What follows belongs to an exercise in optimizing a design on an open flow for small area, a short achievable clock period and few clock cycles per item; a production flow would make more cautious choices. The RTL was checked by simulation tests, not by an equivalence proof against the original design.

==> flow/design.v <==
`timescale 1ns/1ps
module ln_aes128 (
    input  wire         clk,
    input  wire         rst,       
    input  wire         start,     
    input  wire [127:0] key,
    input  wire [127:0] din,
    output wire         ready,
    output reg          done,      
    output wire [127:0] dout
);
    function [7:0] aes_sbox;
        input [7:0] x;
        reg U0, U1, U2, U3, U4, U5, U6, U7, T1, T2, T3, T4, T5, T6, T7, T8, T9, T10, T11, T12, T13, T14, T15, T16, T17, T18, T19, T20, T21, T22, T23, T24, T25, T26, T27, D, M1, M2, M3, M4, M5, M6, M7, M8, M9, M10, M11, M12, M13, M14, M15, M16, M17, M18, M19, M20, M21, M22, M23, M24, M25, M26, M27, M28, M29, M30, M31, M32, M33, M34, M35, M36, M37, M38, M39, M40, M41, M42, M43, M44, M45, M46, M47, M48, M49, M50, M51, M52, M53, M54, M55, M56, M57, M58, M59, M60, M61, M62, M63, L0, L1, L2, L3, L4, L5, L6, L7, L8, L9, L10, L11, L12, L13, L14, L15, L16, L17, L18, L19, L20, L21, L22, L23, L24, L25, L26, L27, L28, L29;
        begin
            U0 = x[7];
            U1 = x[6];
            U2 = x[5];
            U3 = x[4];
            U4 = x[3];
            U5 = x[2];
            U6 = x[1];
            U7 = x[0];
            T1 = U0^U3;
            T2 = U0^U5;
            T3 = U0^U6;
            T4 = U3^U5;
            T5 = U4^U6;
            T6 = T1^T5;
            T7 = U1^U2;
            T8 = U7^T6;
            T9 = U7^T7;
            T10 = T6^T7;
            T11 = U1^U5;
            T12 = U2^U5;
            T13 = T3^T4;
            T14 = T6^T11;
            T15 = T5^T11;
            T16 = T5^T12;
            T17 = T9^T16;
            T18 = U3^U7;
            T19 = T7^T18;
            T20 = T1^T19;
            T21 = U6^U7;
            T22 = T7^T21;
            T23 = T2^T22;
            T24 = T2^T10;
            T25 = T20^T17;
            T26 = T3^T16;
            T27 = T1^T12;
            D = U7;
            M1 = T13&T6;
            M2 = T23&T8;
            M3 = T14^M1;
            M4 = T19&D;
            M5 = M4^M1;
            M6 = T3&T16;
            M7 = T22&T9;
            M8 = T26^M6;
            M9 = T20&T17;
            M10 = M9^M6;
            M11 = T1&T15;
            M12 = T4&T27;
            M13 = M12^M11;
            M14 = T2&T10;
            M15 = M14^M11;
            M16 = M3^M2;
            M17 = M5^T24;
            M18 = M8^M7;
            M19 = M10^M15;
            M20 = M16^M13;
            M21 = M17^M15;
            M22 = M18^M13;
            M23 = M19^T25;
            M24 = M22^M23;
            M25 = M22&M20;
            M26 = M21^M25;
            M27 = M20^M21;
            M28 = M23^M25;
            M29 = M28&M27;
            M30 = M26&M24;
            M31 = M20&M23;
            M32 = M27&M31;
            M33 = M27^M25;
            M34 = M21&M22;
            M35 = M24&M34;
            M36 = M24^M25;
            M37 = M21^M29;
            M38 = M32^M33;
            M39 = M23^M30;
            M40 = M35^M36;
            M41 = M38^M40;
            M42 = M37^M39;
            M43 = M37^M38;
            M44 = M39^M40;
            M45 = M42^M41;
            M46 = M44&T6;
            M47 = M40&T8;
            M48 = M39&D;
            M49 = M43&T16;
            M50 = M38&T9;
            M51 = M37&T17;
            M52 = M42&T15;
            M53 = M45&T27;
            M54 = M41&T10;
            M55 = M44&T13;
            M56 = M40&T23;
            M57 = M39&T19;
            M58 = M43&T3;
            M59 = M38&T22;
            M60 = M37&T20;
            M61 = M42&T1;
            M62 = M45&T4;
            M63 = M41&T2;
            L0 = M61^M62;
            L1 = M50^M56;
            L2 = M46^M48;
            L3 = M47^M55;
            L4 = M54^M58;
            L5 = M49^M61;
            L6 = M62^L5;
            L7 = M46^L3;
            L8 = M51^M59;
            L9 = M52^M53;
            L10 = M53^L4;
            L11 = M60^L2;
            L12 = M48^M51;
            L13 = M50^L0;
            L14 = M52^M61;
            L15 = M55^L1;
            L16 = M56^L0;
            L17 = M57^L1;
            L18 = M58^L8;
            L19 = M63^L4;
            L20 = L0^L1;
            L21 = L1^L7;
            L22 = L3^L12;
            L23 = L18^L2;
            L24 = L15^L9;
            L25 = L6^L10;
            L26 = L7^L9;
            L27 = L8^L10;
            L28 = L11^L14;
            L29 = L11^L17;
            aes_sbox[7] = L6^L24;
            aes_sbox[6] = ~(L16^L26);
            aes_sbox[5] = ~(L19^L28);
            aes_sbox[4] = L6^L21;
            aes_sbox[3] = L20^L22;
            aes_sbox[2] = L25^L29;
            aes_sbox[1] = ~(L13^L27);
            aes_sbox[0] = ~(L6^L23);
        end
    endfunction
    function [7:0] xtime;
        input [7:0] a;
        xtime = {a[6:0], 1'b0} ^ (a[7] ? 8'h1b : 8'h00);
    endfunction
    reg  [127:0] state;    
    reg  [127:0] rkey;     
    reg  [3:0]   rnd;      
    wire         busy = (rnd != 4'd0) && (rnd != 4'd10);
    reg          bsy;
    assign ready = !bsy;
    reg [7:0] rcon;
    always @(*) begin
        case (rnd)
            4'd1:    rcon = 8'h02;
            4'd2:    rcon = 8'h04;
            4'd3:    rcon = 8'h08;
            4'd4:    rcon = 8'h10;
            4'd5:    rcon = 8'h20;
            4'd6:    rcon = 8'h40;
            4'd7:    rcon = 8'h80;
            4'd8:    rcon = 8'h1b;
            4'd9:    rcon = 8'h36;
            default: rcon = 8'h01;
        endcase
    end
    reg          kidle;
    wire [127:0] ksrc = {bsy ? rkey[127:32] : key[127:32], kidle ? key[31:0] : rkey[31:0]};
    wire [31:0] kw0 = ksrc[127:96], kw1 = ksrc[95:64], kw2 = ksrc[63:32], kw3 = ksrc[31:0];
    wire [31:0] kt  = {aes_sbox(kw3[23:16]), aes_sbox(kw3[15:8]),
                       aes_sbox(kw3[7:0]), aes_sbox(kw3[31:24])};
    wire [31:0] kp0 = kw0 ^ {rcon, 24'h0};
    wire [31:0] kp1 = kp0 ^ kw1;
    wire [31:0] kp2 = kp1 ^ kw2;
    wire [31:0] kp3 = kp2 ^ kw3;
    wire [127:0] nk = {kp0 ^ kt, kp1 ^ kt, kp2 ^ kt, kp3 ^ kt};
    wire [127:0] mix;
    genvar gi;
    generate
        for (gi = 0; gi < 4; gi = gi + 1) begin : g_mc
            wire [7:0] a0 = state[127 - 32*gi -: 8],      a1 = state[127 - 32*gi - 8 -: 8];
            wire [7:0] a2 = state[127 - 32*gi - 16 -: 8], a3 = state[127 - 32*gi - 24 -: 8];
            wire [7:0] t  = a0 ^ a1 ^ a2 ^ a3;
            assign mix[127 - 32*gi      -: 8] = t ^ xtime(a0 ^ a1);
            assign mix[127 - 32*gi - 8  -: 8] = t ^ xtime(a1 ^ a2);
            assign mix[127 - 32*gi - 16 -: 8] = t ^ xtime(a2 ^ a3);
            assign mix[127 - 32*gi - 24 -: 8] = t ^ xtime(a3 ^ a0);
        end
    endgenerate
    wire [127:0] x = bsy ? (state ^ mix ^ rkey) : (din ^ key);
    wire [127:0] state_d;
    generate
        for (gi = 0; gi < 16; gi = gi + 1) begin : g_sb
            assign state_d[127 - 8*gi -: 8] =
                aes_sbox(x[127 - 8*(((gi/4 + gi%4) % 4)*4 + gi%4) -: 8]);
        end
    endgenerate
    assign dout = state ^ rkey;
    always @(posedge clk) begin
        state <= state_d;
        rkey  <= nk;
        if (rst) begin
            rnd   <= 4'd0;
            done  <= 1'b0;
            kidle <= 1'b1;
            bsy   <= 1'b0;
        end else begin
            done  <= (rnd == 4'd9);
            kidle <= busy ? (rnd == 4'd9) : !start;
            bsy   <= busy ? (rnd != 4'd9) : start;
            if (busy)
                rnd <= rnd + 4'd1;
            else if (start)
                rnd <= 4'd1;
            else
                rnd <= 4'd0;
        end
    end
endmodule
Settings: LEC_CHECK=0, CAP_MARGIN=20, CELL_PAD_IN_SITES_DETAIL_PLACEMENT=0, CELL_PAD_IN_SITES_GLOBAL_PLACEMENT=0, CORE_MARGIN=2, CORE_UTILIZATION=60, CTS_BUF_LIST=sky130_fd_sc_hd__clkbuf_2 sky130_fd_sc_hd__clkbuf_4, CTS_CLUSTER_SIZE=30, GPL_ROUTABILITY_DRIVEN=1, PLACE_DENSITY=0.75, SETUP_SLACK_MARGIN=3.0, SLEW_MARGIN=20; clock period 10.0 ns.
standard.sh (not shown) runs the stock make flow with config.mk's settings and CLKGATE_MAP_FILE= SYNTH_SCRIPT=/design/flow/synth_recipe.tcl, a recipe that flattens the netlist after the stock synthesis.
==> flow/flow/run.sh <==
#!/bin/bash
# Own layout flow: the standard layout (standard.sh), except that
#  - the technology mapping step of the standard synthesis runs ABC with the
#    script in flow/map.abc instead of ORFS's abc_speed/abc_area script;
#  - every input and output port still gets its own buffer, but the port
#    buffers are sky130_fd_sc_hd__buf_1 (buffer_ports -buffer_cell);
#  - the floorplan step does not run its pre-placement timing repair, which
#    times the unplaced netlist with wire-load models (REMOVE_ABC_BUFFERS=1);
#    timing is repaired after placement, CTS and global routing as usual;
#  - clock tree synthesis runs with ORFS's arguments plus -dont_use_dummy_load
#    (no dummy load cells on the clock tree), with clkbuf_2 and clkbuf_4 buffers and sink clusters of up to 30.
# Everything else (Yosys passes, flip-flop mapping, flattening, renaming,
# floorplan, placement, CTS, routing) is the standard flow unchanged.
set -euo pipefail
W=$(pwd)
# ORFS synth.tcl with only the ABC script swapped
sed -e "s#log_cmd abc {\*}\$abc_args#log_cmd abc -script $W/flow/map.abc {*}[lrange \$abc_args 2 end]#" \
    "$FLOW_HOME/scripts/synth.tcl" > "$W/synth_mod.tcl"
grep -q "flow/map.abc" "$W/synth_mod.tcl"
# synth_recipe.tcl with synth.tcl replaced by the copy above
sed -e "s#source \$::env(SCRIPTS_DIR)/synth.tcl#source $W/synth_mod.tcl#" \
    "$W/synth_recipe.tcl" > "$W/own_synth.tcl"
grep -q "synth_mod.tcl" "$W/own_synth.tcl"
# standard.sh with the synthesis script replaced
sed -e "s#SYNTH_SCRIPT=[^ ]*#SYNTH_SCRIPT=$W/own_synth.tcl 'BUFFER_PORTS_ARGS=-inputs -outputs -buffer_cell sky130_fd_sc_hd__buf_1' REMOVE_ABC_BUFFERS=1 'CTS_ARGS=-sink_clustering_enable -repair_clock_nets -dont_use_dummy_load -buf_list {sky130_fd_sc_hd__clkbuf_2 sky130_fd_sc_hd__clkbuf_4} -sink_clustering_size 30'#" \
    "$W/standard.sh" > "$W/own_standard.sh"
grep -q "own_synth.tcl" "$W/own_standard.sh"
grep -q "buffer_cell" "$W/own_standard.sh"
grep -q "REMOVE_ABC_BUFFERS=1" "$W/own_standard.sh"
grep -q "dont_use_dummy_load" "$W/own_standard.sh"
bash "$W/own_standard.sh" finish > "$W/flow_make.log" 2>&1
test -f "$W/out/final.def"
==> flow/flow/map.abc <==
strash; &get -n; &dch -f; &nf -R 1000; &put; topo; stime -c
Testbench counts at the start, summed over its fixed seeds: cycles 16,000, blocks 1,600.
Edit:
--- a/flow/design.v
+++ b/flow/design.v
@@ -158,12 +158,11 @@
     endfunction
     reg  [127:0] state;    
     reg  [127:0] rkey;     
     reg  [3:0]   rnd;      
     wire         busy = (rnd != 4'd0) && (rnd != 4'd10);
-    reg          bsy;
-    assign ready = !bsy;
+    assign ready = !busy;
     reg [7:0] rcon;
     always @(*) begin
         case (rnd)
             4'd1:    rcon = 8'h02;
             4'd2:    rcon = 8'h04;
@@ -176,11 +175,11 @@
             4'd9:    rcon = 8'h36;
             default: rcon = 8'h01;
         endcase
     end
     reg          kidle;
-    wire [127:0] ksrc = {bsy ? rkey[127:32] : key[127:32], kidle ? key[31:0] : rkey[31:0]};
+    wire [127:0] ksrc = {busy ? rkey[127:32] : key[127:32], kidle ? key[31:0] : rkey[31:0]};
     wire [31:0] kw0 = ksrc[127:96], kw1 = ksrc[95:64], kw2 = ksrc[63:32], kw3 = ksrc[31:0];
     wire [31:0] kt  = {aes_sbox(kw3[23:16]), aes_sbox(kw3[15:8]),
                        aes_sbox(kw3[7:0]), aes_sbox(kw3[31:24])};
     wire [31:0] kp0 = kw0 ^ {rcon, 24'h0};
     wire [31:0] kp1 = kp0 ^ kw1;
@@ -198,11 +197,11 @@
             assign mix[127 - 32*gi - 8  -: 8] = t ^ xtime(a1 ^ a2);
             assign mix[127 - 32*gi - 16 -: 8] = t ^ xtime(a2 ^ a3);
             assign mix[127 - 32*gi - 24 -: 8] = t ^ xtime(a3 ^ a0);
         end
     endgenerate
-    wire [127:0] x = bsy ? (state ^ mix ^ rkey) : (din ^ key);
+    wire [127:0] x = busy ? (state ^ mix ^ rkey) : (din ^ key);
     wire [127:0] state_d;
     generate
         for (gi = 0; gi < 16; gi = gi + 1) begin : g_sb
             assign state_d[127 - 8*gi -: 8] =
                 aes_sbox(x[127 - 8*(((gi/4 + gi%4) % 4)*4 + gi%4) -: 8]);
@@ -214,15 +213,13 @@
         rkey  <= nk;
         if (rst) begin
             rnd   <= 4'd0;
             done  <= 1'b0;
             kidle <= 1'b1;
-            bsy   <= 1'b0;
         end else begin
             done  <= (rnd == 4'd9);
             kidle <= busy ? (rnd == 4'd9) : !start;
-            bsy   <= busy ? (rnd != 4'd9) : start;
             if (busy)
                 rnd <= rnd + 4'd1;
             else if (start)
                 rnd <= 4'd1;
             else
What happened:
- hold slack improves by 0.019 ns
- synthesized area hardly moves
- design area increases by about 0.6%
- via count decreases by 0.59%
- global-route usage decreases by 0.27 points
- fmax increases by 0.57%
Testbench counts after the change, summed over its fixed seeds: cycles 16,000, blocks 1,600.

[separate check: timing with driven ports]
Ports are ideal in the flow. The routed layouts listed here were re-timed in OpenROAD. Step 1 (the two cells are an assumption about what drives the block):
set clk [get_ports {clk}]
set_driving_cell -lib_cell sky130_fd_sc_hd__clkbuf_16 $clk
set_driving_cell -lib_cell sky130_fd_sc_hd__buf_2 [delete_from_list [all_inputs] $clk]
Step 2, shift: input delay + t, output delay - t, t = (earliest + latest rising clock arrival at the registers) / 2. This alone moves slack from input paths to output paths. a / b / c = ideal ports / drivers / drivers and shift; a / b = the first two.
run | t (ns) | setup WS [ns] | hold WS [ns]
the first run | 0.861 | 3.203 / 3.233 / 2.372 | 0.530 / 0.530 / 0.530
the second run | 0.864 | 3.242 / 3.265 / 2.422 | 0.549 / 0.549 / 0.549
After both steps setup and hold are still met in every run listed. For the first run, which loses most, drivers alone change the setup slack by +0.030 ns; drivers and shift together by -0.831 ns.
